Context: an optimization exercise on an open-source flow, tuned for small area, a short achievable clock period and few clock cycles. The choices shown serve that exercise and are no tape-out recipe. Function was checked by simulation only, so behaviour that the tests miss may differ from the original.

== job 101 ==
==> flow/design.v (excerpt) <==
module hive_fpu (
    input  wire        clk,
    input  wire        rst,
    input  wire        in_valid,
    output wire        in_ready,
    input  wire [4:0]  in_op,
    input  wire [31:0] in_a,
    input  wire [31:0] in_b,
    input  wire [31:0] in_c,
    output reg         out_valid,
    output reg  [31:0] out_result
);
    localparam [31:0] CANON_NAN = 32'h7FC0_0000;
    localparam [4:0] OP_FADD = 5'h00, OP_FSUB = 5'h01, OP_FMUL = 5'h02,
                     OP_FMIN = 5'h05, OP_FMAX = 5'h06, OP_FABS = 5'h07,
                     OP_FNEG = 5'h08, OP_FCSGN = 5'h09, OP_FEQ = 5'h0A,
                     OP_FLT = 5'h0B, OP_FLE = 5'h0C, OP_FTOI = 5'h0D,
                     OP_ITOF = 5'h0E, OP_UTOF = 5'h0F, OP_FMA = 5'h10,
                     OP_FMS = 5'h11;
    assign in_ready = 1'b1;
    wire in_addsub = (in_op == OP_FADD) || (in_op == OP_FSUB);
    wire in_ftoi   = (in_op == OP_FTOI);
    reg [31:0] fa_in, fb_in, fc_in;
    always @(*) begin
        fa_in = in_ftoi ? 32'h4180_0000 : in_a;
        fb_in = in_addsub ? 32'h3F80_0000 : in_b;
        case (in_op)
            OP_FTOI: fc_in = in_a;
            OP_FADD: fc_in = in_b;
            OP_FSUB: fc_in = {~in_b[31], in_b[30:0]};
            OP_FMUL: fc_in = 32'h8000_0000;
            OP_FMS:  fc_in = {~in_c[31], in_c[30:0]};
            default: fc_in = in_c;
        endcase
    end
    wire [24:0] bx = {1'b1, in_b[22:0], 1'b0};
    reg  [11:0] bneg_in, bone_in, btwo_in;
    integer q;
    always @(*) begin
        for (q = 0; q < 12; q = q + 1) begin
            bneg_in[q] = in_addsub ? (q == 11) : bx[2*q+2] & ~(bx[2*q+1] & bx[2*q]);
            bone_in[q] = ~in_addsub & (bx[2*q+1] ^ bx[2*q]);
            btwo_in[q] = in_addsub ? (q == 11) : (bx[2*q+2] & ~bx[2*q+1] & ~bx[2*q]) |
                                                 (~bx[2*q+2] & bx[2*q+1] & bx[2*q]);
        end
    end
    wire signed [9:0] d_in = $signed({2'd0, in_b[30:23]}) - $signed({2'd0, in_c[30:23]});
    reg        v1, itof1, quick1;
  ...
clock: 22.0 ns
lec_check: 0
abc_clock_period_in_ps: 4500
cap_margin: 20
core_margin: 2
core_utilization: 62
place_density: 0.78
setup_slack_margin: 0
slew_margin: 60
run.sh (not shown) runs the stock make flow with config.mk's settings and CLKGATE_MAP_FILE= SYNTH_SCRIPT=/design/flow/synth_recipe.tcl, a recipe that flattens the netlist after the stock synthesis.
Testbench counts of job 101, summed over its fixed seeds: cycles 25,988.
The inputs of job 102 differ from those of job 101 as listed below.
Settings: PLACE_DENSITY changed from 0.78 to 0.62; CORE_UTILIZATION changed from 62 to 48.
--- outcome ---
- On initial standard-cell utilization of the core, the higher figure sits with job 101, not job 102.
- STATUS post-layout worst setup margin: job 102 loses against job 101
- Job 101 → job 102: non-clock buffer count higher, highest net fanout along the worst path higher.
- Number of global-route vias before repair across job 102 and job 101: no real change.

========
## quartz
Starting RTL as in the previous note.
Settings: LEC_CHECK=0, ABC_CLOCK_PERIOD_IN_PS=4500, CAP_MARGIN=20, CORE_MARGIN=2, CORE_UTILIZATION=55, PLACE_DENSITY=0.7, SETUP_SLACK_MARGIN=0, SLEW_MARGIN=55; clock period 22.0 ns.
Testbench counts of quartz, summed over its fixed seeds: cycles 25,988.
What onyx does differently from quartz at the input level:
# quartz
export LEC_CHECK = 0
export ABC_CLOCK_PERIOD_IN_PS = 4500
export CAP_MARGIN = 20
export CORE_MARGIN = 2
export CORE_UTILIZATION = 55
export PLACE_DENSITY = 0.7
export SETUP_SLACK_MARGIN = 0
export SLEW_MARGIN = 55
create_clock -name core_clock -period 22.0 [get_ports {clk}]
# onyx
export LEC_CHECK = 0
export ABC_CLOCK_PERIOD_IN_PS = 4500
export CAP_MARGIN = 20
export CORE_MARGIN = 2
export CORE_UTILIZATION = 55
export PLACE_DENSITY = 0.7
export SETUP_SLACK_MARGIN = 0
export SLEW_MARGIN = 60
create_clock -name core_clock -period 22.0 [get_ports {clk}]
Notes after the runs:
- onyx has critical path depth below what quartz had.
- On final non-filler cell area, onyx does worse than quartz.
The following lists how xenon was set up differently from onyx:
# onyx
export LEC_CHECK = 0
export ABC_CLOCK_PERIOD_IN_PS = 4500
export CAP_MARGIN = 20
export CORE_MARGIN = 2
export CORE_UTILIZATION = 55
export PLACE_DENSITY = 0.7
export SETUP_SLACK_MARGIN = 0
export SLEW_MARGIN = 60
create_clock -name core_clock -period 22.0 [get_ports {clk}]
# xenon
export LEC_CHECK = 0
export ABC_CLOCK_PERIOD_IN_PS = 4500
export CAP_MARGIN = 20
export CORE_MARGIN = 2
export CORE_UTILIZATION = 55
export PLACE_DENSITY = 0.7
export SETUP_SLACK_MARGIN = 0
export SLEW_MARGIN = 65
create_clock -name core_clock -period 22.0 [get_ports {clk}]
### Flow results
- Mean number of vias per cell for xenon: 0.69% up relative to onyx
- [compare] base=onyx new=xenon: worst-case setup margin in the final layout went up, total routed wirelength went up.

-- separate check: timing with driven ports --
The results above use ideal ports. As a check the final layouts listed here were re-extracted and re-timed, cells and wires unchanged. Step 1, drivers: a clkbuf_16 drives clk and a buf_2 each remaining input, both assumed. Step 2, shift: input delay + t, output delay - t, t = (earliest + latest rising clock arrival at the registers) / 2. This alone moves slack from input paths to output paths. Slacks: ideal / step 1 / step 2; pairs: ideal / step 1.
run | t, ns | setup slack, ns | latest minus earliest clock arrival (ns) | cell pins on the clock port's net
job 101 | 0.702 | 15.819 / 15.819 / 15.387 | 0.043 / 0.043 | 1
job 102 | 0.706 | 15.750 / 15.750 / 15.424 | 0.077 / 0.077 | 1
quartz | 0.728 | 15.895 / 15.895 / 15.409 | 0.030 / 0.030 | 1
onyx | 0.742 | 15.942 / 15.870 / 15.347 | 0.037 / 0.036 | 1
xenon | 0.724 | 15.994 / 15.935 / 15.396 | 0.042 / 0.042 | 1
After both steps setup and hold are still met in every run listed. For xenon, which loses most, drivers alone change the setup slack by -0.059 ns; drivers and shift together by -0.598 ns.
